Context: an optimization exercise on an open-source flow, tuned for small area, a short achievable clock period and few clock cycles per item. The choices shown serve that exercise and are no tape-out recipe.
Only simulation tests tie the RTL to the original design; equivalence was not proved.
Power figures rest on the tool's default switching activity, not on a simulated workload.

$ cat flow/design.v
module lake_enc (
    input  wire        clk,
    input  wire        rst,
    input  wire        in_valid,
    output wire        in_ready,
    input  wire [29:0] in_elem,
    input  wire        in_first,
    input  wire        in_bounded,
    input  wire        in_ratio3,
    input  wire [1:0]  in_qmax,
    output wire        out_valid,
    input  wire        out_ready,
    output wire [31:0] out_word,
    output wire        out_last,
    output wire        out_fit
);
    localparam [1:0] S_LOAD = 2'd0, S_ENC = 2'd1, S_OUT = 2'd2;
    reg [1:0]  state;
    reg [4:0]  idx;
    reg        lvalid;       
    reg        bounded;
    reg        ratio3;
    reg [1:0]  qmax;
    reg [29:0] xmem [0:31];    
    reg [29:0] rec  [0:31];    
    reg [32:0] res  [0:31];    
    reg [9:0]  left [0:3][0:2];
    reg [1:0]  q;
    reg [3:0]  wmax [0:2];
    reg        fit;
    wire [1:0] r = idx[4:3];
    wire [2:0] c = idx[2:0];
    wire       anchor_el = !lvalid && (idx == 5'd0);
    function [9:0] comp;
        input [29:0] e;
        input [1:0]  k;
        begin
            case (k)
                2'd0:    comp = e[29:20];
                2'd1:    comp = e[19:10];
                default: comp = e[9:0];
            endcase
        end
    endfunction
    function [3:0] width_of;
        input signed [11:0] e;
        reg [11:0] mag;
        integer i;
        begin
            mag = e[11] ? ~e : e;
            width_of = 4'd0;
            for (i = 0; i < 11; i = i + 1)
                if (mag[i]) width_of = i[3:0] + 4'd1;
            if (e != 12'sd0) width_of = width_of + 4'd1;
        end
    endfunction
    reg [9:0]         pa [0:2];
    reg [9:0]         pb [0:2];
    reg [9:0]         pu [0:2];
    reg [9:0]         pred [0:2];
    reg [9:0]         xk [0:2];
    reg signed [11:0] diff [0:2];
    reg signed [11:0] resid [0:2];
    reg signed [12:0] recv [0:2];
    reg [9:0]         reck [0:2];
    reg [3:0]         wk [0:2];
    reg [9:0]         mn, mx;
    integer k;
    always @(*) begin
        for (k = 0; k < 3; k = k + 1) begin
            xk[k] = comp(xmem[idx], k[1:0]);
            pa[k] = (c != 3'd0) ? comp(rec[idx - 5'd1], k[1:0]) : left[r][k];
            pb[k] = comp(rec[idx - 5'd8], k[1:0]);
            pu[k] = (c != 3'd0) ? comp(rec[idx - 5'd9], k[1:0]) : left[r - 2'd1][k];
            mn = (pa[k] < pb[k]) ? pa[k] : pb[k];
            mx = (pa[k] < pb[k]) ? pb[k] : pa[k];
            if (r == 2'd0)
                pred[k] = pa[k];
            else if (c == 3'd0 && !lvalid)
                pred[k] = pb[k];
            else if (pu[k] >= mx)
                pred[k] = mn;
            else if (pu[k] <= mn)
                pred[k] = mx;
            else
                pred[k] = pa[k] + pb[k] - pu[k];
            diff[k]  = $signed({2'b00, xk[k]}) - $signed({2'b00, pred[k]});
            resid[k] = diff[k] >>> q;
            recv[k]  = $signed({3'b000, pred[k]}) + ($signed({resid[k][11], resid[k]}) <<< q);
            if (recv[k] < 13'sd0)
                reck[k] = 10'd0;
            else if (recv[k] > 13'sd1023)
                reck[k] = 10'd1023;
            else
                reck[k] = recv[k][9:0];
            if (anchor_el) begin
                resid[k] = 12'sd0;
                reck[k]  = xk[k];
            end
            wk[k] = width_of(resid[k]);
        end
    end
    wire [5:0]  wsum    = {2'b00, wmax[0]} + {2'b00, wmax[1]} + {2'b00, wmax[2]};
    wire [11:0] resbits = lvalid ? {1'b0, wsum, 5'b00000} : ({1'b0, wsum, 5'b00000} - {6'b0, wsum});
    wire [11:0] used    = 12'd14 + (lvalid ? 12'd0 : 12'd30) + resbits;
    wire [11:0] slot_s  = ratio3 ? 12'd320 : 12'd480;
    wire        pass_fits = (used <= slot_s);
    wire [1:0]  qlast   = bounded ? qmax : 2'd0;
    reg [63:0] acc;
    reg [6:0]  cnt;           
    reg [5:0]  fidx;          
    reg [3:0]  wcount;        
    wire [3:0] nwords   = ratio3 ? 4'd10 : 4'd15;
    wire       appended = (fidx == 6'd34);
    wire       emit     = (state == S_OUT) && (fidx != 6'd63) && ((cnt >= 7'd32) || appended);
    reg [32:0] fval;
    reg [5:0]  flen;
    reg [32:0] ecur;
    reg [10:0] e0, e1, e2;
    always @(*) begin
        ecur = res[fidx[4:0] - 5'd2];
        e0 = ecur[32:22] & ((11'd1 << wmax[0]) - 11'd1);
        e1 = ecur[21:11] & ((11'd1 << wmax[1]) - 11'd1);
        e2 = ecur[10:0]  & ((11'd1 << wmax[2]) - 11'd1);
        if (fidx == 6'd0) begin
            if (fit)
                fval = {19'd0, q, wmax[0], wmax[1], wmax[2]};
            else
                fval = {19'd0, 2'b11, 12'd0};
            flen = 6'd14;
        end else if (fidx == 6'd1) begin
            fval = {3'd0, xmem[0]};
            flen = 6'd30;
        end else begin
            fval = ((({22'd0, e0} << wmax[1]) | {22'd0, e1}) << wmax[2]) | {22'd0, e2};
            flen = {2'b00, wmax[0]} + {2'b00, wmax[1]} + {2'b00, wmax[2]};
        end
    end
    wire [63:0] fal = ({31'd0, fval} << (7'd64 - {1'b0, flen})) >> cnt;
    assign in_ready  = (state == S_LOAD);
    assign out_valid = emit;
    assign out_word  = acc[63:32];
    assign out_last  = (wcount == nwords - 4'd1);
    assign out_fit   = fit;
    integer i, j;
    always @(posedge clk) begin
        if (rst) begin
            state  <= S_LOAD;
            idx    <= 5'd0;
            q      <= 2'd0;
            fit    <= 1'b0;
            acc    <= 64'd0;
            cnt    <= 7'd0;
            fidx   <= 6'd0;
            wcount <= 4'd0;
            for (i = 0; i < 3; i = i + 1) wmax[i] <= 4'd0;
        end else begin
            case (state)
                S_LOAD: begin
                    if (in_valid) begin
                        xmem[idx] <= in_elem;
                        if (idx == 5'd0) begin
                            lvalid  <= !in_first;
                            bounded <= in_bounded;
                            ratio3  <= in_ratio3;
                            qmax    <= in_qmax;
                        end
                        idx <= idx + 5'd1;
                        if (idx == 5'd31) begin
                            state <= S_ENC;
                            q     <= 2'd0;
                            for (i = 0; i < 3; i = i + 1) wmax[i] <= 4'd0;
                        end
                    end
                end
                S_ENC: begin
                    rec[idx] <= {reck[0], reck[1], reck[2]};
                    res[idx] <= {resid[0][10:0], resid[1][10:0], resid[2][10:0]};
                    for (i = 0; i < 3; i = i + 1)
                        if (wk[i] > wmax[i]) wmax[i] <= wk[i];
                    idx <= idx + 5'd1;
                    if (idx == 5'd31) begin
                        state <= S_OUT;
                        fidx  <= 6'd63;
                    end
                end
                S_OUT: begin
                    if (fidx == 6'd63) begin
                        if (pass_fits) begin
                            fit  <= 1'b1;
                            fidx <= 6'd0;
                        end else if (q != qlast) begin
                            q     <= q + 2'd1;
                            state <= S_ENC;
                            idx   <= 5'd0;
                            for (i = 0; i < 3; i = i + 1) wmax[i] <= 4'd0;
                        end else begin
                            fit  <= 1'b0;
                            fidx <= 6'd0;
                        end
                        acc    <= 64'd0;
                        cnt    <= 7'd0;
                        wcount <= 4'd0;
                    end else if (emit) begin
                        if (out_ready) begin
                            acc    <= {acc[31:0], 32'd0};
                            cnt    <= (cnt >= 7'd32) ? cnt - 7'd32 : 7'd0;
                            wcount <= wcount + 4'd1;
                            if (wcount == nwords - 4'd1) begin
                                for (i = 0; i < 4; i = i + 1)
                                    for (j = 0; j < 3; j = j + 1)
                                        left[i][j] <= fit ? comp(rec[i * 8 + 7], j[1:0])
                                                          : comp(xmem[i * 8 + 7], j[1:0]);
                                state <= S_LOAD;
                                idx   <= 5'd0;
                                fit   <= 1'b0;
                            end
                        end
                    end else begin
                        acc <= acc | fal;
                        cnt <= cnt + {1'b0, flen};
                        if (fidx == 6'd0)
                            fidx <= (fit && !lvalid) ? 6'd1 : (fit ? 6'd2 : 6'd34);
                        else if (fidx == 6'd1)
                            fidx <= 6'd3;           
                        else
                            fidx <= fidx + 6'd1;
                    end
                end
                default: state <= S_LOAD;
            endcase
        end
    end
endmodule
$ cat flow/run.sh
#!/bin/bash
# synth_recipe.tcl (not shown) runs the flow's synth.tcl, then flattens the netlist and writes it again
# the make line also repeats each setting of config.mk as NAME=value (left out here)
make -C /OpenROAD-flow-scripts/flow DESIGN_CONFIG=/design/flow/config.mk WORK_HOME=/design/flow/orfs CLKGATE_MAP_FILE= SYNTH_SCRIPT=/design/flow/synth_recipe.tcl finish
$ cat flow/config.mk
export PLATFORM = sky130hd
export DESIGN_NAME = lake_enc
export DESIGN_NICKNAME = lake_enc
export VERILOG_FILES = /design/flow/design.v
export SDC_FILE = /design/flow/constraint.sdc
export NUM_CORES = 4
export LEC_CHECK = 0
export CAP_MARGIN = 20
export CORE_MARGIN = 2
export CORE_UTILIZATION = 40
export SLEW_MARGIN = 20
$ cat flow/constraint.sdc
create_clock -name core_clock -period 13.0 [get_ports {clk}]
set_input_delay 2.6000 -clock core_clock [delete_from_list [all_inputs] [get_ports {clk}]]
set_output_delay 2.6000 -clock core_clock [all_outputs]
set_load 0.01 [all_outputs]
==> impl_results.md <==
- Mux contribution to synthesized area: 0.191
- Antenna Nets Post-Route: 0
- Yosys warns: 13
- Post-Syn Nets: 11.2k
- Critical Path Fanout Max: 27
- Post-Synth XOR/XNOR Area: 0.00713
- Syn avg cell area: 14.9 um^2
- CP Launch Type: flip-flop
- Worst-margin pin slew: around 1300 ps
- VDD IR max: between 0.0002 and 0.00025 V
- FMAX: 80.7 MHz
- Top-area cell type share of the netlist area: 0.574
- H-Tree Depth: 5
- Adder-cell area share of the yosys netlist: 0.0229
- Final hold viol count: 0
- Largest cells by area after synthesis: edfxtp_1 (57%), mux4_2 (15%), mux2i_1 (2.4%)
- Worst setup EP type: flip-flop
- Critical Path RT: between 10000 and 15000 ps
- Grt total ovfl: 0
- Cts hold-fix bufs: 0
- TritonRoute pass-1 iters: 7
- Hold Crit Class: flip-flop to flip-flop
- EDFF count, synth: 3101
- Setup violations, final: 0
- Mapped Cells: 10.9k
- Post-synthesis sequential area ratio: 0.588
- Share of post-route cells with drive strength above 1: 0.247
- Status: timing/DRC/antenna clean
- Synth area leader: edfxtp_1
- Setup CP Type: flip-flop to flip-flop
- Die footprint: 410000 um^2
- Leakage power: 58.8 nW
- Number of max-cap violations: 0
- Dominant synthesized flop cell: edfxtp_1
- Placed Area: 172000 um^2
- Post-Syn Area: 162000 um^2
- Rows: 233
- Synth Area in Compound Gates: 0.102
- All-Layer GR Usage: 0.298
- CTS tree: done
- Setup TNS: 0 ps
- DPL Wire Length: 410000 um
- Die Y-Extent: 641 um
- # IOs: 75
- TritonCTS Buffers: 335
- Top cells by count, synth: edfxtp_1 (3101), mux4_2 (1073), nand2_1 (669)
- Crit path DAT: ~13000 ps
- Final instance area: between 150000 and 200000 um^2
- WL/cell: ~37 um
- Clock Sinks: 3209
- Layout Area Growth over Synthesis: 13.6%
- Core region area: 403000 um^2
- Clk_skew: 103 ps
- Post-synth ARST share: 0
- Worst path slowest cell: a211oi_2
- Starting Density: 0.402
- Vias: 113k
- Initial antenna violation count: 48
- Slew Limit Fails: 0
- Final period utilization: 0.953
- Total Wirelength: 632000 um
- Slew HR: 0.159
- Yosys reg bits: 3209
- Bufs on Longest Clock Path: 4
- Simple-gate share of the synthesized area: 0.0629
- Die width: 641 um
- Final routed DRC violation total: 0
- Combinational family with the most area after synthesis: multiplexers
- Top-count cell post-synth: edfxtp_1
- Crit-path most repeated cell: nand2b_1
- Nets: about 12k
- Initial DRC Count: 17.5k
- CP max stage delay: 480 ps
- CTS root buf: clkbuf_16
- Clock slew at reported path FFs: 60 ps
- Routed vias/inst: 6.66
- Largest net degree at the start of global routing: 120
- Min cycle time layout: 12390 ps
- First-pass GRT wire length: 863000 um
- Synth cell types: 131
- Vias in the first global route: 107k
- GPL Wtd Cong: 1.03
- IO buf count: 74
- Clock latency on the worst-skew pair: 980 ps
- Cell Pwr Density: 211 nW/um^2
power breakdown:
part / internal, mW / switching, mW
sequential: 13.9 / 0.0697
combinational: 5.52 / 10.2
clock: 5.12 / 4.10
timing repair:
item,4_1_cts,5_1_grt
resized for setup,17,143
gates cloned,1,16
buffers inserted,1,30
setup endpoints to repair,8,652
pin swaps,1,15
placed cells by master, fill, tap and decap left out, types with 39 or more instances in the layout:
cell,netlist,final
xnor2_1,80,74
clkbuf_1,494,73
a31oi_1,125,118
buf_4,55,611
nand2b_1,68,67
a22oi_1,127,126
nand3_1,195,193
o211ai_1,72,72
clkinv_2,0,60
fa_1,40,39
xor2_1,47,44
dfxtp_1,108,87
a311oi_1,40,39
mux2i_1,395,383
a21oi_1,659,648
nor2b_1,73,71
diode_2,0,39
nor2_1,651,570
o21ai_0,419,399
inv_1,183,178
a21o_1,94,94
a211oi_1,191,177
o22ai_1,54,53
nand2_1,669,668
clkdlybuf4s50_1,0,71
o31ai_1,42,40
nor2_4,0,57
mux4_2,1073,1073
o21a_1,51,51
clkbuf_16,0,355
edfxtp_1,3101,3101
a221oi_1,54,53
nand4_1,68,68
ha_1,233,225
clkinv_1,7,76
mux2_2,243,242
and2_1,59,56
nor3_1,171,165
registers in the layout (all words and copies together), names as in the netlist, named ones only:
register / cells
cnt: 7
wcount: 4
fidx: 6
q: 2
lvalid: 1
acc: 64
xmem: 960
state: 2
fit: 1
bounded: 1
rec: 960
idx: 5
res: 1056
ratio3: 1
qmax: 2
left: 120
wmax: 12
path summary, 6_finish.rpt:
check / start / cells past startpoint / slack, ps / to
max: idx[0]$_SDFFE_PP0P_ / 71 / 610 / wmax[2][1]$_SDFFE_PP0P_
min reg2reg: acc[13]$_SDFFE_PP0P_ / 2 / 470 / acc[13]$_SDFFE_PP0P_
min: acc[13]$_SDFFE_PP0P_ / 2 / 470 / acc[13]$_SDFFE_PP0P_
max reg2reg: idx[0]$_SDFFE_PP0P_ / 71 / 610 / wmax[2][1]$_SDFFE_PP0P_
critical path: cells and delay by family (launching register included):
family	cells	cell delay, ps
adders and majority gates	6	1810
DFF	1	380
buffers and inverters	8	1320
muxes	3	980
and+or+nand+nor	22	2390
AOI/OAI and AO/OA	32	5350
final cells by class:
cell class / count / area (um^2)
Inverter: 197 / 758
Timing Repair Buffer: 769 / 7090
Sequential cell: 3209 / 95300
Antenna cell: 39 / 97.6
Clock inverter: 181 / 1410
Multi-Input combinational cell: 6734 / 63800
Clock buffer: 419 / 8860
Tap cell: 5405 / 6760
Fill cell: 34900 / 219000
per-layer routing:
metal / share of wire / wire, um / GRT usage
met1: 0.38 / 240000 / 0.396
met2: 0.45 / 285000 / 0.461
met3: 0.10 / 64300 / 0.0573
met4: 0.068 / 43100 / 0.167
met5: 0.000095 / 60 / 0
cell families (layout without fill, tap and decap cells):
group / Yosys count / in the layout
fa+ha+maj: 273 / 273
flops: 3209 / 3209
other cells: 0 / 39
compound gates: 2423 / 2424
buf+inv: 967 / 1566
xor+xnor: 129 / 129
simple gates: 2191 / 2191
mux: 1717 / 1717
per-stage QoR:
step | hold WS, ps | setup slack [ps] | util | instances | total power, mW
6_report | 465 | 607 | 0.457 | 17000 | 38.9
4_1_cts | 466 | 32.1 | 0.453 | 16900 | 38.3
5_1_grt | 495 | -138 | 0.457 | 16900 | 40.4
3_5_place_dp | 453 | -442 | 0.428 | 16300 | 29.1
2_1_floorplan | 425 | 1.78 | - | 10900 | 23.2
3_3_place_gp | 453 | -891 | 0.427 | 16300 | 28.9
Testbench counts, summed over its fixed seeds: cycles 169,879, blocks 1,536.

[port drivers added, routing unchanged]
The flow's constraints put no driver on any port. The routed layout listed below was extracted and timed again, unchanged, in two steps. Step 1, drivers: a clkbuf_16 drives clk and a buf_2 each remaining input, both assumed. Step 2 times the ports against the registers' clock, not the clock port: input delays grow and output delays shrink by t, the midpoint of the rising clock arrivals with the driver on. Three values: ideal, step 1, step 2; two values: the first two.
t, ns: 1.046
setup slack, ns: 0.607 / 0.607 / 0.607
worst setup path after step 2: register to register
After both steps this run still meets setup and hold. For this run, drivers alone change the setup slack by 0.000 ns; drivers and shift together by 0.000 ns.
